Source: an optimization exercise on an open RTL-to-GDS flow (aim: small area, a short achievable clock period and few clock cycles per item). Production flows keep margins and buffers that such runs may drop. For this run, only the layout was checked, not whether the RTL still works. Power is estimated from default activity; no workload was simulated.

--- design/flow/flow/run.sh ---
#!/bin/bash
set -euo pipefail
export BUFFER_PORTS_ARGS="-buffer_cell sky130_fd_sc_hd__buf_1"
bash standard.sh > standard.log 2>&1
--- design/flow/standard.sh ---
#!/bin/bash
# synth_recipe.tcl (not shown) runs the flow's synth.tcl, then flattens the netlist and writes it again
# the make line also repeats each setting of config.mk as NAME=value (left out here)
make -C /OpenROAD-flow-scripts/flow DESIGN_CONFIG=/design/flow/config.mk WORK_HOME=/design/flow/orfs CLKGATE_MAP_FILE= SYNTH_SCRIPT=/design/flow/synth_recipe.tcl "${@:-finish}"
--- design/flow/config.mk ---
export PLATFORM = sky130hd
export DESIGN_NAME = elrek_tx
export DESIGN_NICKNAME = elrek_tx
export VERILOG_FILES = /design/flow/design.v
export SDC_FILE = /design/flow/constraint.sdc
export NUM_CORES = 8
export LEC_CHECK = 0
export CAP_MARGIN = 20
export CORE_MARGIN = 2
export CORE_UTILIZATION = 55
export CTS_BUF_LIST = sky130_fd_sc_hd__clkbuf_8
export CTS_CLUSTER_SIZE = 30
export SLEW_MARGIN = 20
--- design/flow/constraint.sdc ---
create_clock -name core_clock -period 80.0 [get_ports {clk}]
set_input_delay 16.0000 -clock core_clock [delete_from_list [all_inputs] [get_ports {clk}]]
set_output_delay 16.0000 -clock core_clock [all_outputs]
set_load 0.01 [all_outputs]
--- design/flow/design.v ---
module elrek_tx (
    input  wire         clk,
    input  wire         rst,
    input  wire [30:0]  seed,
    input  wire         st_valid,
    output wire         st_ready,
    input  wire [3:0]   st_type,
    input  wire [3:0]   st_seq,
    input  wire [511:0] st_payload,
    output reg          tx_valid,
    output reg  [31:0]  tx_data
);
    localparam [3:0] T_ALIGN = 4'h4;
    reg  [511:0] P;          
    reg  [7:0]   tq;         
    reg          ready;
    reg          pfull;      
    reg          mk;         
    reg  [3:0]   wp;         
    reg  [30:0]  scr;
    reg  [62:0]  B;          
    reg  [5:0]   c;          
    reg          fresh;      
    assign st_ready = ready;
    wire align = (tq[7:4] == T_ALIGN);
    wire cq0 = P[119] ^ P[246] ^ P[373] ^ P[500];
    wire cq1 = P[120] ^ P[247] ^ P[374] ^ P[501];
    wire cq2 = P[121] ^ P[248] ^ P[375] ^ P[502];
    wire cq3 = P[15] ^ P[142] ^ P[269] ^ P[396];
    wire cq4 = P[122] ^ P[249] ^ P[376] ^ P[503];
    wire cq5 = P[72] ^ P[199] ^ P[326] ^ P[453];
    wire cq6 = P[89] ^ P[216] ^ P[343] ^ P[470];
    wire cq7 = P[16] ^ P[143] ^ P[270] ^ P[397];
    wire cq8 = P[123] ^ P[250] ^ P[377] ^ P[504];
    wire cq9 = P[79] ^ P[206] ^ P[333] ^ P[460];
    wire cq10 = P[38] ^ P[165] ^ P[292] ^ P[419];
    wire cq11 = P[73] ^ P[200] ^ P[327] ^ P[454];
    wire cq12 = P[54] ^ P[181] ^ P[308] ^ P[435];
    wire cq13 = P[90] ^ P[217] ^ P[344] ^ P[471];
    wire cq14 = P[17] ^ P[144] ^ P[271] ^ P[398];
    wire cq15 = P[83] ^ P[210] ^ P[337] ^ P[464];
    wire cq16 = P[124] ^ P[251] ^ P[378] ^ P[505];
    wire cq17 = P[112] ^ P[239] ^ P[366] ^ P[493];
    wire cq18 = P[12] ^ P[139] ^ P[266] ^ P[393];
    wire cq19 = P[80] ^ P[207] ^ P[334] ^ P[461];
    wire cq20 = P[64] ^ P[191] ^ P[318] ^ P[445];
    wire cq21 = P[39] ^ P[166] ^ P[293] ^ P[420];
    wire cq22 = P[74] ^ P[201] ^ P[328] ^ P[455];
    wire cq23 = P[0] ^ P[127] ^ P[254] ^ P[381] ^ P[508];
    wire cq24 = P[95] ^ P[222] ^ P[349] ^ P[476];
    wire cq25 = P[55] ^ P[182] ^ P[309] ^ P[436];
    wire cq26 = P[91] ^ P[218] ^ P[345] ^ P[472];
    wire cq27 = P[115] ^ P[242] ^ P[369] ^ P[496];
    wire cq28 = P[18] ^ P[145] ^ P[272] ^ P[399];
    wire cq29 = P[27] ^ P[154] ^ P[281] ^ P[408];
    wire cq30 = P[46] ^ P[173] ^ P[300] ^ P[427];
    wire cq31 = P[84] ^ P[211] ^ P[338] ^ P[465];
    wire cq32 = P[125] ^ P[252] ^ P[379] ^ P[506];
    wire cq33 = P[110] ^ P[237] ^ P[364] ^ P[491];
    wire cq34 = P[25] ^ P[152] ^ P[279] ^ P[406];
    wire cq35 = P[113] ^ P[240] ^ P[367] ^ P[494];
    wire cq36 = P[70] ^ P[197] ^ P[324] ^ P[451];
    wire cq37 = P[13] ^ P[140] ^ P[267] ^ P[394];
    wire cq38 = P[81] ^ P[208] ^ P[335] ^ P[462];
    wire cq39 = P[77] ^ P[204] ^ P[331] ^ P[458];
    wire cq40 = P[59] ^ P[186] ^ P[313] ^ P[440];
    wire cq41 = P[65] ^ P[192] ^ P[319] ^ P[446];
    wire cq42 = P[40] ^ P[167] ^ P[294] ^ P[421];
    wire cq43 = P[3] ^ P[130] ^ P[257] ^ P[384] ^ P[511];
    wire cq44 = P[75] ^ P[202] ^ P[329] ^ P[456];
    wire cq45 = P[108] ^ P[235] ^ P[362] ^ P[489];
    wire cq46 = P[106] ^ P[233] ^ P[360] ^ P[487];
    wire cq47 = P[1] ^ P[128] ^ P[255] ^ P[382] ^ P[509];
    wire cq48 = P[99] ^ P[226] ^ P[353] ^ P[480];
    wire cq49 = P[96] ^ P[223] ^ P[350] ^ P[477];
    wire cq50 = P[56] ^ P[183] ^ P[310] ^ P[437];
    wire cq51 = P[67] ^ P[194] ^ P[321] ^ P[448];
    wire cq52 = P[92] ^ P[219] ^ P[346] ^ P[473];
    wire cq53 = P[61] ^ P[188] ^ P[315] ^ P[442];
    wire cq54 = P[51] ^ P[178] ^ P[305] ^ P[432];
    wire cq55 = P[116] ^ P[243] ^ P[370] ^ P[497];
    wire cq56 = P[19] ^ P[146] ^ P[273] ^ P[400];
    wire cq57 = P[5] ^ P[132] ^ P[259] ^ P[386];
    wire cq58 = P[33] ^ P[160] ^ P[287] ^ P[414];
    wire cq59 = P[28] ^ P[155] ^ P[282] ^ P[409];
    wire cq60 = P[102] ^ P[229] ^ P[356] ^ P[483];
    wire cq61 = P[47] ^ P[174] ^ P[301] ^ P[428];
    wire cq62 = P[85] ^ P[212] ^ P[339] ^ P[466];
    wire cq63 = P[42] ^ P[169] ^ P[296] ^ P[423];
    wire cq64 = P[126] ^ P[253] ^ P[380] ^ P[507];
    wire cq65 = P[63] ^ P[190] ^ P[317] ^ P[444];
    wire cq66 = P[11] ^ P[138] ^ P[265] ^ P[392];
    wire cq67 = P[111] ^ P[238] ^ P[365] ^ P[492];
    wire cq68 = P[45] ^ P[172] ^ P[299] ^ P[426];
    wire cq69 = P[26] ^ P[153] ^ P[280] ^ P[407];
    wire cq70 = P[114] ^ P[241] ^ P[368] ^ P[495];
    wire cq71 = P[94] ^ P[221] ^ P[348] ^ P[475];
    wire cq72 = P[88] ^ P[215] ^ P[342] ^ P[469];
    wire cq73 = P[71] ^ P[198] ^ P[325] ^ P[452];
    wire cq74 = P[14] ^ P[141] ^ P[268] ^ P[395];
    wire cq75 = P[118] ^ P[245] ^ P[372] ^ P[499];
    wire cq76 = P[82] ^ P[209] ^ P[336] ^ P[463];
    wire cq77 = P[53] ^ P[180] ^ P[307] ^ P[434];
    wire cq78 = P[37] ^ P[164] ^ P[291] ^ P[418];
    wire cq79 = P[78] ^ P[205] ^ P[332] ^ P[459];
    wire cq80 = P[50] ^ P[177] ^ P[304] ^ P[431];
    wire cq81 = P[60] ^ P[187] ^ P[314] ^ P[441];
    wire cq82 = P[66] ^ P[193] ^ P[320] ^ P[447];
    wire cq83 = P[98] ^ P[225] ^ P[352] ^ P[479];
    wire cq84 = P[41] ^ P[168] ^ P[295] ^ P[422];
    wire cq85 = P[101] ^ P[228] ^ P[355] ^ P[482];
    wire cq86 = P[32] ^ P[159] ^ P[286] ^ P[413];
    wire cq87 = P[4] ^ P[131] ^ P[258] ^ P[385];
    wire cq88 = P[76] ^ P[203] ^ P[330] ^ P[457];
    wire cq89 = P[69] ^ P[196] ^ P[323] ^ P[450];
    wire cq90 = P[24] ^ P[151] ^ P[278] ^ P[405];
    wire cq91 = P[109] ^ P[236] ^ P[363] ^ P[490];
    wire cq92 = P[105] ^ P[232] ^ P[359] ^ P[486];
    wire cq93 = P[107] ^ P[234] ^ P[361] ^ P[488];
    wire cq94 = P[2] ^ P[129] ^ P[256] ^ P[383] ^ P[510];
    wire cq95 = P[58] ^ P[185] ^ P[312] ^ P[439];
    wire cq96 = P[31] ^ P[158] ^ P[285] ^ P[412];
    wire cq97 = P[100] ^ P[227] ^ P[354] ^ P[481];
    wire cq98 = P[97] ^ P[224] ^ P[351] ^ P[478];
    wire cq99 = P[49] ^ P[176] ^ P[303] ^ P[430];
    wire cq100 = P[57] ^ P[184] ^ P[311] ^ P[438];
    wire cq101 = P[104] ^ P[231] ^ P[358] ^ P[485];
    wire cq102 = P[23] ^ P[150] ^ P[277] ^ P[404];
    wire cq103 = P[68] ^ P[195] ^ P[322] ^ P[449];
    wire cq104 = P[93] ^ P[220] ^ P[347] ^ P[474];
    wire cq105 = P[44] ^ P[171] ^ P[298] ^ P[425];
    wire cq106 = P[10] ^ P[137] ^ P[264] ^ P[391];
    wire cq107 = P[62] ^ P[189] ^ P[316] ^ P[443];
    wire cq108 = P[36] ^ P[163] ^ P[290] ^ P[417];
    wire cq109 = P[52] ^ P[179] ^ P[306] ^ P[433];
    wire cq110 = P[117] ^ P[244] ^ P[371] ^ P[498];
    wire cq111 = P[87] ^ P[214] ^ P[341] ^ P[468];
    wire cq112 = P[20] ^ P[147] ^ P[274] ^ P[401];
    wire cq113 = P[7] ^ P[134] ^ P[261] ^ P[388];
    wire cq114 = P[6] ^ P[133] ^ P[260] ^ P[387];
    wire cq115 = P[8] ^ P[135] ^ P[262] ^ P[389];
    wire cq116 = P[34] ^ P[161] ^ P[288] ^ P[415];
    wire cq117 = P[29] ^ P[156] ^ P[283] ^ P[410];
    wire cq118 = P[21] ^ P[148] ^ P[275] ^ P[402];
    wire cq119 = P[22] ^ P[149] ^ P[276] ^ P[403];
    wire cq120 = P[103] ^ P[230] ^ P[357] ^ P[484];
    wire cq121 = P[48] ^ P[175] ^ P[302] ^ P[429];
    wire cq122 = P[30] ^ P[157] ^ P[284] ^ P[411];
    wire cq123 = P[86] ^ P[213] ^ P[340] ^ P[467];
    wire cq124 = P[35] ^ P[162] ^ P[289] ^ P[416];
    wire cq125 = P[9] ^ P[136] ^ P[263] ^ P[390];
    wire cq126 = P[43] ^ P[170] ^ P[297] ^ P[424];
    wire [7:0] chs;
    wire ch_x0, ch_x1, ch_x2, ch_x3, ch_x4, ch_x5, ch_x6, ch_x7, ch_x8, ch_x9, ch_x10, ch_x11, ch_x12, ch_x13, ch_x14, ch_x15, ch_x16, ch_x17, ch_x18, ch_x19, ch_x20;
    assign ch_x0 = scr[0] ^ scr[24];
    assign ch_x1 = scr[23] ^ scr[8];
    assign ch_x2 = scr[14] ^ scr[30];
    assign ch_x3 = scr[12] ^ scr[2];
    assign ch_x4 = scr[10] ^ scr[7];
    assign ch_x5 = ch_x0 ^ scr[15];
    assign ch_x6 = scr[6] ^ scr[9];
    assign ch_x7 = scr[16] ^ scr[5];
    assign ch_x8 = scr[13] ^ scr[4];
    assign ch_x9 = ch_x4 ^ scr[25];
    assign ch_x10 = ch_x1 ^ scr[26];
    assign ch_x11 = scr[29] ^ scr[3];
    assign ch_x12 = scr[1] ^ scr[28];
    assign ch_x13 = scr[11] ^ scr[13];
    assign ch_x14 = scr[10] ^ scr[19];
    assign ch_x15 = ch_x7 ^ ch_x9;
    assign ch_x16 = ch_x6 ^ scr[27];
    assign ch_x17 = ch_x5 ^ ch_x8;
    assign ch_x18 = ch_x3 ^ scr[23];
    assign ch_x19 = ch_x11 ^ scr[18];
    assign ch_x20 = ch_x10 ^ ch_x3;
    assign chs[0] = ch_x12 ^ ch_x13 ^ ch_x15 ^ ch_x18 ^ scr[0] ^ scr[17] ^ scr[30];
    assign chs[1] = ch_x0 ^ ch_x10 ^ ch_x15 ^ ch_x19 ^ ch_x2 ^ scr[6];
    assign chs[2] = ch_x14 ^ ch_x16 ^ ch_x17 ^ ch_x20 ^ ch_x7;
    assign chs[3] = ch_x16 ^ ch_x18 ^ ch_x2 ^ scr[20] ^ scr[24] ^ scr[3];
    assign chs[4] = ch_x17 ^ ch_x9 ^ scr[21] ^ scr[3];
    assign chs[5] = ch_x2 ^ ch_x20 ^ ch_x4 ^ ch_x8 ^ scr[17] ^ scr[22] ^ scr[28];
    assign chs[6] = ch_x1 ^ ch_x13 ^ ch_x19 ^ ch_x5 ^ scr[14] ^ scr[27] ^ scr[28] ^ scr[5] ^ scr[9];
    assign chs[7] = ch_x12 ^ ch_x14 ^ ch_x2 ^ ch_x5 ^ ch_x6 ^ scr[12] ^ scr[16] ^ scr[25] ^ scr[29] ^ scr[4];
    wire [7:0] chg = chs & {8{~align}};
    wire [7:0] chx;
    wire cp_x0, cp_x1, cp_x2, cp_x3, cp_x4, cp_x5, cp_x6, cp_x7, cp_x8, cp_x9, cp_x10, cp_x11, cp_x12, cp_x13, cp_x14, cp_x15, cp_x16, cp_x17, cp_x18, cp_x19, cp_x20, cp_x21, cp_x22, cp_x23, cp_x24, cp_x25, cp_x26, cp_x27, cp_x28, cp_x29, cp_x30, cp_x31, cp_x32, cp_x33, cp_x34, cp_x35, cp_x36, cp_x37, cp_x38, cp_x39, cp_x40, cp_x41, cp_x42, cp_x43, cp_x44, cp_x45, cp_x46, cp_x47, cp_x48, cp_x49, cp_x50, cp_x51, cp_x52, cp_x53, cp_x54, cp_x55, cp_x56, cp_x57, cp_x58, cp_x59, cp_x60, cp_x61, cp_x62, cp_x63, cp_x64, cp_x65, cp_x66, cp_x67, cp_x68, cp_x69, cp_x70, cp_x71, cp_x72, cp_x73, cp_x74, cp_x75, cp_x76, cp_x77, cp_x78, cp_x79, cp_x80, cp_x81, cp_x82, cp_x83, cp_x84, cp_x85, cp_x86, cp_x87, cp_x88, cp_x89, cp_x90, cp_x91, cp_x92, cp_x93, cp_x94, cp_x95, cp_x96, cp_x97, cp_x98, cp_x99, cp_x100, cp_x101, cp_x102, cp_x103, cp_x104, cp_x105, cp_x106, cp_x107, cp_x108, cp_x109;
    assign cp_x0 = cq125 ^ tq[5];
    assign cp_x1 = cq63 ^ cq95;
    assign cp_x2 = cq124 ^ cq126;
    assign cp_x3 = cq118 ^ cq122;
    assign cp_x4 = cp_x0 ^ cq111;
    assign cp_x5 = cq87 ^ tq[0];
    assign cp_x6 = cq57 ^ tq[1];
    assign cp_x7 = cq115 ^ tq[4];
    assign cp_x8 = cq114 ^ tq[2];
    assign cp_x9 = cq113 ^ tq[3];
    assign cp_x10 = cq106 ^ tq[6];
    assign cp_x11 = cp_x4 ^ cq78;
    assign cp_x12 = cp_x3 ^ cq99;
    assign cp_x13 = cp_x2 ^ cq93;
    assign cp_x14 = cp_x1 ^ cq31;
    assign cp_x15 = cq92 ^ cq94;
    assign cp_x16 = cq90 ^ cq91;
    assign cp_x17 = cq85 ^ cq89;
    assign cp_x18 = cq83 ^ cq86;
    assign cp_x19 = cq77 ^ cq79;
    assign cp_x20 = cq71 ^ cq75;
    assign cp_x21 = cq61 ^ cq62;
    assign cp_x22 = cq58 ^ cq60;
    assign cp_x23 = cq55 ^ cq59;
    assign cp_x24 = cq53 ^ cq54;
    assign cp_x25 = cq46 ^ cq47;
    assign cp_x26 = cq43 ^ cq51;
    assign cp_x27 = cq39 ^ cq45;
    assign cp_x28 = cq29 ^ cq30;
    assign cp_x29 = cq23 ^ cq27;
    assign cp_x30 = cq121 ^ cq123;
    assign cp_x31 = cq119 ^ cq120;
    assign cp_x32 = cq116 ^ cq117;
    assign cp_x33 = cq109 ^ cq110;
    assign cp_x34 = cq105 ^ cq108;
    assign cp_x35 = cq103 ^ cq107;
    assign cp_x36 = cq101 ^ cq102;
    assign cp_x37 = cp_x8 ^ cp_x9;
    assign cp_x38 = cp_x36 ^ cp_x7;
    assign cp_x39 = cp_x30 ^ cp_x31;
    assign cp_x40 = cp_x22 ^ cp_x6;
    assign cp_x41 = cp_x14 ^ cq15;
    assign cp_x42 = cp_x13 ^ cp_x5;
    assign cp_x43 = cp_x12 ^ cp_x35;
    assign cp_x44 = cp_x10 ^ cp_x34;
    assign cp_x45 = cq66 ^ tq[7];
    assign cp_x46 = cp_x44 ^ cq96;
    assign cp_x47 = cp_x43 ^ cq98;
    assign cp_x48 = cp_x42 ^ cq84;
    assign cp_x49 = cp_x41 ^ cq7;
    assign cp_x50 = cp_x40 ^ cq56;
    assign cp_x51 = cp_x39 ^ cq88;
    assign cp_x52 = cp_x38 ^ cq68;
    assign cp_x53 = cp_x37 ^ cq97;
    assign cp_x54 = cp_x33 ^ cq76;
    assign cp_x55 = cp_x32 ^ cq52;
    assign cp_x56 = cp_x29 ^ cq3;
    assign cp_x57 = cp_x28 ^ cq28;
    assign cp_x58 = cp_x27 ^ cq5;
    assign cp_x59 = cp_x26 ^ cq35;
    assign cp_x60 = cp_x25 ^ cq44;
    assign cp_x61 = cp_x24 ^ cq48;
    assign cp_x62 = cp_x23 ^ cq50;
    assign cp_x63 = cp_x21 ^ cp_x60;
    assign cp_x64 = cp_x20 ^ cq67;
    assign cp_x65 = cp_x19 ^ cq73;
    assign cp_x66 = cp_x18 ^ cq82;
    assign cp_x67 = cp_x17 ^ cq81;
    assign cp_x68 = cp_x16 ^ cq74;
    assign cp_x69 = cp_x15 ^ cp_x57;
    assign cp_x70 = cp_x11 ^ cq72;
    assign cp_x71 = cq69 ^ cq70;
    assign cp_x72 = cq65 ^ cq9;
    assign cp_x73 = cq41 ^ cq49;
    assign cp_x74 = cq40 ^ cq42;
    assign cp_x75 = cq38 ^ cq6;
    assign cp_x76 = cq36 ^ cq37;
    assign cp_x77 = cq33 ^ cq34;
    assign cp_x78 = cq25 ^ cq26;
    assign cp_x79 = cq24 ^ cq80;
    assign cp_x80 = cq21 ^ cq22;
    assign cp_x81 = cq18 ^ cq20;
    assign cp_x82 = cq17 ^ cq19;
    assign cp_x83 = cq13 ^ cq14;
    assign cp_x84 = cq104 ^ cq112;
    assign cp_x85 = cq10 ^ cq12;
    assign cp_x86 = cp_x84 ^ cq100;
    assign cp_x87 = cp_x79 ^ cp_x81;
    assign cp_x88 = cp_x70 ^ cp_x85;
    assign cp_x89 = cp_x69 ^ cp_x83;
    assign cp_x90 = cp_x68 ^ cq11;
    assign cp_x91 = cp_x67 ^ cp_x82;
    assign cp_x92 = cp_x64 ^ cp_x66;
    assign cp_x93 = cp_x63 ^ cp_x89;
    assign cp_x94 = cp_x61 ^ cp_x87;
    assign cp_x95 = cp_x59 ^ cp_x73;
    assign cp_x96 = cp_x58 ^ cp_x72;
    assign cp_x97 = cp_x56 ^ cp_x96;
    assign cp_x98 = cp_x55 ^ cp_x80;
    assign cp_x99 = cp_x54 ^ cp_x93;
    assign cp_x100 = cp_x53 ^ cp_x95;
    assign cp_x101 = cp_x52 ^ cp_x71;
    assign cp_x102 = cp_x51 ^ cp_x78;
    assign cp_x103 = cp_x50 ^ cp_x74;
    assign cp_x104 = cp_x49 ^ cp_x75;
    assign cp_x105 = cp_x48 ^ cp_x98;
    assign cp_x106 = cp_x47 ^ cp_x92;
    assign cp_x107 = cp_x46 ^ cp_x86;
    assign cp_x108 = cp_x106 ^ cp_x45;
    assign cp_x109 = cp_x104 ^ cp_x11;
    assign chx[0] = chg[0] ^ cp_x1 ^ cp_x12 ^ cp_x17 ^ cp_x18 ^ cp_x20 ^ cp_x26 ^ cp_x28 ^ cp_x40 ^ cp_x45 ^ cp_x46 ^ cp_x52 ^ cp_x77 ^ cp_x88 ^ cp_x9 ^ cp_x94 ^ cp_x97 ^ cq0 ^ cq119 ^ cq124 ^ cq15 ^ cq17 ^ cq36 ^ cq40 ^ cq46 ^ cq6 ^ cq77 ^ cq90 ^ cq92;
    assign chx[1] = chg[1] ^ cp_x100 ^ cp_x23 ^ cp_x42 ^ cp_x43 ^ cp_x49 ^ cp_x6 ^ cp_x64 ^ cp_x65 ^ cp_x91 ^ cp_x97 ^ cq1 ^ cq101 ^ cq105 ^ cq109 ^ cq11 ^ cq111 ^ cq116 ^ cq120 ^ cq13 ^ cq21 ^ cq25 ^ cq29 ^ cq33 ^ cq37 ^ cq47 ^ cq53 ^ cq61 ^ cq69 ^ cq83 ^ cq91;
    assign chx[2] = chg[2] ^ cp_x10 ^ cp_x108 ^ cp_x109 ^ cp_x25 ^ cp_x5 ^ cp_x56 ^ cp_x59 ^ cp_x62 ^ cp_x8 ^ cp_x90 ^ cq10 ^ cq102 ^ cq110 ^ cq117 ^ cq121 ^ cq126 ^ cq14 ^ cq18 ^ cq19 ^ cq2 ^ cq22 ^ cq26 ^ cq30 ^ cq34 ^ cq39 ^ cq42 ^ cq54 ^ cq58 ^ cq62 ^ cq70 ^ cq79 ^ cq94;
    assign chx[3] = chg[3] ^ cp_x101 ^ cp_x105 ^ cp_x109 ^ cp_x19 ^ cp_x24 ^ cp_x58 ^ cp_x76 ^ cp_x99 ^ cq100 ^ cq103 ^ cq108 ^ cq118 ^ cq12 ^ cq123 ^ cq20 ^ cq23 ^ cq4 ^ cq55 ^ cq60 ^ cq71 ^ cq85 ^ cq86;
    assign chx[4] = chg[4] ^ cp_x102 ^ cp_x103 ^ cp_x13 ^ cp_x41 ^ cp_x44 ^ cp_x65 ^ cp_x88 ^ cp_x90 ^ cp_x99 ^ cq104 ^ cq107 ^ cq122 ^ cq24 ^ cq27 ^ cq41 ^ cq43 ^ cq45 ^ cq59 ^ cq75 ^ cq8 ^ cq89 ^ cq9;
    assign chx[5] = chg[5] ^ cp_x0 ^ cp_x102 ^ cp_x105 ^ cp_x14 ^ cp_x16 ^ cp_x21 ^ cp_x29 ^ cp_x3 ^ cp_x37 ^ cp_x50 ^ cp_x62 ^ cp_x66 ^ cp_x69 ^ cp_x7 ^ cp_x91 ^ cp_x94 ^ cq112 ^ cq16 ^ cq49 ^ cq51;
    assign chx[6] = chg[6] ^ cp_x100 ^ cp_x103 ^ cp_x107 ^ cp_x2 ^ cp_x27 ^ cp_x33 ^ cp_x38 ^ cp_x39 ^ cp_x4 ^ cp_x47 ^ cp_x55 ^ cp_x61 ^ cp_x62 ^ cp_x63 ^ cp_x76 ^ cp_x77 ^ cq32 ^ cq38 ^ cq63;
    assign chx[7] = chg[7] ^ cp_x101 ^ cp_x107 ^ cp_x108 ^ cp_x15 ^ cp_x32 ^ cp_x48 ^ cp_x51 ^ cp_x53 ^ cp_x54 ^ cp_x65 ^ cp_x67 ^ cp_x68 ^ cp_x70 ^ cq64 ^ cq65 ^ cq80 ^ cq95;
    wire [7:0] chk = chx ^ 8'h9C;
    wire [15:0] marker = {tq, chk};
    reg  [15:0] ws;
    reg  [31:0] raw;
    integer     w, b;
    always @(*) begin
        for (w = 0; w < 16; w = w + 1) ws[w] = (wp == w);
        for (b = 0; b < 32; b = b + 1) begin
            raw[b] = 1'b0;
            for (w = 0; w < 16; w = w + 1)
                raw[b] = raw[b] | (P[511 - 32*w - 31 + b] & ws[w]);
        end
    end
    reg  [62:0] ksx;         
    integer     m;
    always @(*) begin
        ksx[62:32] = scr;
        for (m = 31; m >= 0; m = m - 1) ksx[m] = ksx[m + 31] ^ ksx[m + 28];
    end
    wire [31:0] word     = raw ^ (ksx[31:0] & {32{~align}});
    wire [30:0] scr_next = ksx[30:0];
    wire [62:0] Y = {c[5] ? B[62:32] : B[30:0], B[31:0]};
    wire [4:0]  a = c[4:0];
    reg  [38:0] f1;
    reg  [32:0] f2;
    reg  [31:0] A;
    integer     i;
    always @(*) begin
        for (i = 0; i < 39; i = i + 1)
            case (a[4:3])
                2'd0: f1[i] = Y[i];
                2'd1: f1[i] = Y[i + 8];
                2'd2: f1[i] = Y[i + 16];
                default: f1[i] = Y[i + 24];
            endcase
        for (i = 0; i < 33; i = i + 1)
            case (a[2:1])
                2'd0: f2[i] = f1[i];
                2'd1: f2[i] = f1[i + 2];
                2'd2: f2[i] = f1[i + 4];
                default: f2[i] = f1[i + 6];
            endcase
        for (i = 0; i < 32; i = i + 1)
            A[i] = a[0] ? f2[i + 1] : f2[i];
    end
    reg  [42:0] X;
    reg  [42:0] d;           
    reg  [42:0] tkx;         
    reg  [31:0] tk;
    reg  [32:0] F1, F2, F3;  
    reg  [31:0] xs;          
    reg  [31:0] ow;          
    reg         pend, rr, rq, tp;
    reg  [5:0]  u;
    reg         complete;
    integer     j, k;
    always @(*) begin
        pend = ~fresh & ((tx_data[10:0] == 11'h7FF) | (tx_data[10:0] == 11'h000));
        for (j = 0; j < 11; j = j + 1) X[10 - j] = tx_data[j];
        if (pend) X[10:0] = {~X[10], X[10:1]};
        for (j = 0; j < 32; j = j + 1) X[11 + j] = A[31 - j];
        d[0] = 1'b0;
        for (k = 1; k < 43; k = k + 1) d[k] = (X[k] == X[k-1]);
        if (fresh) d[11:0] = 12'd0;
        tkx = 43'd0;
        for (k = 11; k < 43; k = k + 1) begin
            rr = &d[k -: 10];                
            rq = &d[k -: 9];                 
            tkx[k] = (rr & (d[k-10] ~^ tkx[k-11])) | (tkx[k-10] & ~d[k-9] & rq);
        end
        tk = tkx[42:11];
        F1[0] = pend; F2[0] = 1'b0; F3[0] = 1'b0;
        for (j = 0; j < 32; j = j + 1) begin
            F1[j+1] = F1[j] | tk[j];
            F2[j+1] = F2[j] | (tk[j] & F1[j]);
            F3[j+1] = F3[j] | (tk[j] & F2[j]);
        end
        for (j = 0; j < 32; j = j + 1) begin
            xs[j] = X[11 + j];
            if (j >= 1 && F1[j-1]) begin
                xs[j] = X[10 + j];
                if (j >= 2 && F2[j-2]) begin
                    xs[j] = X[9 + j];
                    if (j >= 3 && F3[j-3]) xs[j] = X[8 + j];
                end
            end
        end
        for (j = 0; j < 32; j = j + 1) begin
            if (j == 0)
                tp = pend;
            else begin
                tp = F1[j] & ~F1[j-1];
                if (j >= 2) tp = tp | (F2[j-1] & ~F2[j-2]);
                if (j >= 3) tp = tp | (F3[j-2] & ~F3[j-3]);
            end
            if (j == 0) ow[j] = tp ? X[10] : xs[0];
            else        ow[j] = tp ? ~xs[j-1] : xs[j];
        end
        complete = c[5] | (c[4:0] == 5'd31 & F1[31]) | (c[4:0] == 5'd30 & F2[30]) |
                   (c[4:0] == 5'd29 & F3[29]);
        u = 6'd29 + {5'd0, ~F3[29]} + {5'd0, ~F2[30]} + {5'd0, ~F1[31]};
    end
    wire [5:0] c1   = complete ? c - u : c;
    wire [5:0] c1e  = c1;
    wire       n_mw = pfull & mk & (c1e <= 6'd15);              
    wire       n_m  = pfull & mk & ~n_mw & (c1e <= 6'd47);      
    wire       n_w  = pfull & ~mk & (c1e <= 6'd31);             
    wire       take = n_mw | n_w;                               
    wire       last = take & (wp == 4'd15);
    wire [5:0] add  = {n_mw | n_w, n_mw | n_m, 4'd0};
    wire [5:0] c_n  = c1 + add;
    wire [5:0] c_ne = c1e + add;
    wire       pfull_n = pfull & ~last;
    wire [3:0] wp_n = wp + {3'd0, take};
    always @(posedge clk) begin
        if (ready) begin
            P  <= st_payload;
            tq <= {st_type, st_seq};
        end
        if (complete && !rst)
            tx_data <= {ow[0], ow[1], ow[2], ow[3], ow[4], ow[5], ow[6], ow[7],
                        ow[8], ow[9], ow[10], ow[11], ow[12], ow[13], ow[14], ow[15],
                        ow[16], ow[17], ow[18], ow[19], ow[20], ow[21], ow[22], ow[23],
                        ow[24], ow[25], ow[26], ow[27], ow[28], ow[29], ow[30], ow[31]};
        if (n_m)  B <= {B[46:0], marker};
        if (n_w)  B <= {B[30:0], word};
        if (n_mw) B <= {B[14:0], marker, word};
        if (rst) begin
            scr      <= seed;
            ready    <= 1'b1;
            pfull    <= 1'b0;
            mk       <= 1'b0;
            wp       <= 4'd0;
            c        <= 6'd0;
            fresh    <= 1'b1;
            tx_valid <= 1'b0;
        end else begin
            tx_valid <= complete;
            if (complete) fresh <= 1'b0;
            c <= c_n;
            if (take) scr <= align ? scr : scr_next;
            if (ready && st_valid) begin
                pfull <= 1'b1;
                mk    <= 1'b1;
                wp    <= 4'd0;
            end else begin
                pfull <= pfull_n;
                mk    <= mk & ~(n_m | n_mw);
                wp    <= wp_n;
            end
            ready <= !(ready && st_valid) &&
                     (!pfull_n || (!mk && wp_n == 4'd15 && c_ne <= 6'd60));
        end
    end
endmodule
==> summary.txt <==
flip-flops by register name (all words and copies together) (netlist names):
register	count
tq	8
fresh	1
pfull	1
wp	4
scr	31
c	6
ready	1
mk	1
tx_valid	1
B	63
tx_data	32
P	512
metrics by stage:
step                worst slack, ps  utilization  hold slack, ps  instances
CTS                           62360        0.626             575       4953
finish                        62400        0.627             585       4990
floorplan                     52210            -             505       3318
global placement              62050        0.597             542       4755
detailed placement            61950        0.597             569       4755
global route                  62350        0.627             613       4988
cells in the final DEF (no fill, tap or decap), types with 12 or more instances in the layout:
| cell | n |
|---|---|
| a31oi_1 | 15 |
| clkbuf_8 | 114 |
| clkinv_2 | 13 |
| nand2_1 | 149 |
| a222oi_1 | 14 |
| o21a_1 | 12 |
| mux2_1 | 13 |
| ha_1 | 31 |
| inv_1 | 102 |
| clkinv_1 | 24 |
| mux4_2 | 13 |
| xnor2_1 | 717 |
| buf_4 | 43 |
| a211oi_1 | 16 |
| o21ai_0 | 73 |
| a22oi_1 | 29 |
| a21oi_1 | 105 |
| a21o_1 | 13 |
| diode_2 | 35 |
| o22ai_1 | 13 |
| a221oi_1 | 151 |
| o211ai_1 | 20 |
| nand2b_1 | 18 |
| nor3_1 | 37 |
| or2_2 | 13 |
| a22o_1 | 132 |
| mux2_2 | 76 |
| nand4_1 | 46 |
| mux2i_1 | 131 |
| or3_1 | 12 |
| nor2_1 | 129 |
| buf_1 | 586 |
| mux2_4 | 22 |
| xor2_1 | 92 |
| edfxtp_1 | 646 |
| and2_1 | 19 |
| and3_1 | 14 |
| dfxtp_1 | 13 |
| nand3_1 | 54 |
cells by family after synthesis:
| logic type | count (synthesis) | share of synthesized area |
|---|---|---|
| DFF | 661 | 0.491 |
| muxes | 261 | 0.0757 |
| and+or+nand+nor | 574 | 0.0725 |
| xor gates and xnor gates | 818 | 0.182 |
| adders and majority gates | 37 | 0.0117 |
| AOI/OAI and AO/OA | 738 | 0.143 |
| buffers and inverters | 229 | 0.0241 |
layer usage:
layer  track usage  wire, um  vias up
li1              -         -    13872
met1         0.470     54400    15591
met2         0.666     74300     2004
met3        0.0793     13600      407
met4         0.213      8420       14
met5             0        85        -
synth_stat cells, types with 73 or more instances:
| cell type | instances |
|---|---|
| a21oi_1 | 105 |
| a221oi_1 | 151 |
| a22o_1 | 132 |
| clkbuf_1 | 108 |
| edfxtp_1 | 646 |
| mux2_2 | 76 |
| mux2i_1 | 131 |
| nand2_1 | 149 |
| nor2_1 | 139 |
| o21ai_0 | 73 |
| xnor2_1 | 717 |
| xor2_1 | 92 |
power groups by stage:
stage	Sequential (W)	Combinational [W]	Clock (W)
6_report	0.000493	0.00109	0.000293
2_1_floorplan	0.000500	0.000754	0
5_1_grt	0.000497	0.00115	0.000308
4_1_cts	0.000492	0.00107	0.000294
3_5_place_dp	0.000499	0.00107	0
3_3_place_gp	0.000497	0.00106	0
final cells by class:
cell class                 count  area (sq um)  area share
antenna                       35          87.6     0.00192
timing repair buffer         633          2560      0.0563
multi-input combinational   2428         19600       0.430
sequential                   661         19700       0.433
clock inverter                84           537      0.0118
inverter                      76           290     0.00637
clock buffer                 114          1570      0.0345
tap                          959          1200      0.0263
how the worst min path moves through the flow:
stage | cells after the start | startpoint | slack, ps | end
floorplan | 2 | mk | 510 | mk
global placement | 2 | mk | 540 | mk
detailed placement | 2 | mk | 570 | mk
CTS | 2 | mk | 580 | mk
global route | 2 | mk | 610 | mk
finish | 2 | mk | 580 | mk
==> impl_metrics.tcl <==
set metrics [dict create \
    status "no timing/DRC/antenna violations" \
    core_area_sq_mm 0.0726 \
    grt_max_degree 92 \
    crit_type "reg2out" \
    die_y_um 274 \
    cts_resized 0 \
    synth.yosys.warnings 7 \
    maxSlewViolCount 0 \
    cts_hold_buf 0 \
    initial_utilization 0.553 \
    yosysTopAreaCell "edfxtp_1" \
    cap_violations 0 \
    critPathRequiredTime_ps 64000 \
    fmax_mhz 56.8 \
    power_density_mw_per_mm2 41.1 \
    critPathBufInv 1 \
    rows 99 \
    period_share 0.220 \
    io_pins 588 \
    crit_slowest_cell "edfxtp_1" \
    worstReg2RegEnd "ready" \
    crit_path_end_kind "output port" \
    r2r_cells 39 \
    drc 0 \
    h-tree-depth 3 \
    synth_area_leaders "edfxtp_1 48%, xnor2_1 16%, a221oi_1 3.3%" \
    switching_share 0.435 \
    worstReg2RegStart "c[3]" \
    clkPwrFrac 0.156 \
    syn_to_final_growth_pct 13.5 \
    cts_setup_buffers 0 \
    postPlaceCellArea_sq_mm 0.0433 \
    yosysSeqAreaShare 0.491 \
    fin_area_sq_mm 0.0455 \
    clockBufferDepth 3 \
    endpoint "tx_data[5]" \
    grt_pass1_wl_um 213000 \
    tns_ps 0 \
    cts_sinks 661 \
    cp_max_fo 9 \
    gp_congestion 0.985 \
    antenna_found_initial 41 \
    cp-startpoint "tx_data[5]" \
    synthFlopType "edfxtp_1" \
    hold_viol_final 0 \
    total_power_w 0.00187 \
    synthDistinctLibCells 117 \
    setup_violations 0 \
    grt_pass1_vias 31491 \
    cts_tree "built" \
    leakagePower_nw 15.8 \
    cp.depth 1 \
    min_path_type "reg2reg" \
    dieArea_sq_mm 0.0751 \
    gr-total-overflow 0 \
    n_fill_cell 5883 \
    crit_family "flip-flops" \
    cp_cell_sequence "buf_1" \
    finClkSkew_ps 70.1 \
    slowest_delay_ps 660 \
    fin_crit_ps 17600 \
    arrival_ps 1600 \
    slew-limit-headroom 0.270 \
    synthArstFlopShare 0 \
    r2r_slack_ps 66600 \
    synth_edf_count 646 \
    die_w_um 274 \
    wirelength_um 151000 \
    synth_cells 3318 \
    postRouteAntennaNets 0 \
    insertion_delay_ps 780 \
    pwr-share-seq 0.263 \
    nets 4496 \
    firstDrtPassIters 8 \
    routed-via-count 31888 \
    place_hpwl_um 115000 \
    syn_avg_cell_area_sq_um 12.1 \
    worst_pin_slew_ps 1080 \
    drive_gt1_frac 0.100 \
    grt_use_total 0.393 \
    synth_top_cell_area_share 0.483 \
    syn_area_sq_mm 0.0401 \
    critPathLaunchType "flop" \
    wl_per_cell_um 30.2 \
    io_buffers 587 \
    numCtsBuffers 108 \
    via_per_inst 6.39 \
    vdd_drop_max_mv 0.0892 \
    drt_iter0_drc 4073 \
    synth_seq_cells 661 \
    clockRootBuffer "clkbuf_8" \
    syn_nets 3906 \
    rsz0062_at_grt "false" \
    p_sw_w 0.000816 \
    p_int_w 0.00106 \
    combPwrFrac 0.580 \
    clk_pin_slew_ps 70 \
]

==> afterwards: timing with drivers on the ports <==
No port has a modelled driver above. Below, the same layout with a new extraction and two added sets of constraints. Step 1 assumes that a clkbuf_16 drives the clock port and a buf_2 every other input. Step 2 also shifts input and output timing later by t, the mid clock arrival at the registers, as if the neighbouring blocks saw the same clock. Slacks: ideal / step 1 / step 2; pairs: ideal / step 1.
t (ns): 0.808
setup WS [ns]: 62.403 / 62.335 / 62.327
worst setup path after step 2: input to register
After both steps this run still meets setup and hold. For this run, drivers alone change the setup slack by -0.068 ns; drivers and shift together by -0.076 ns.
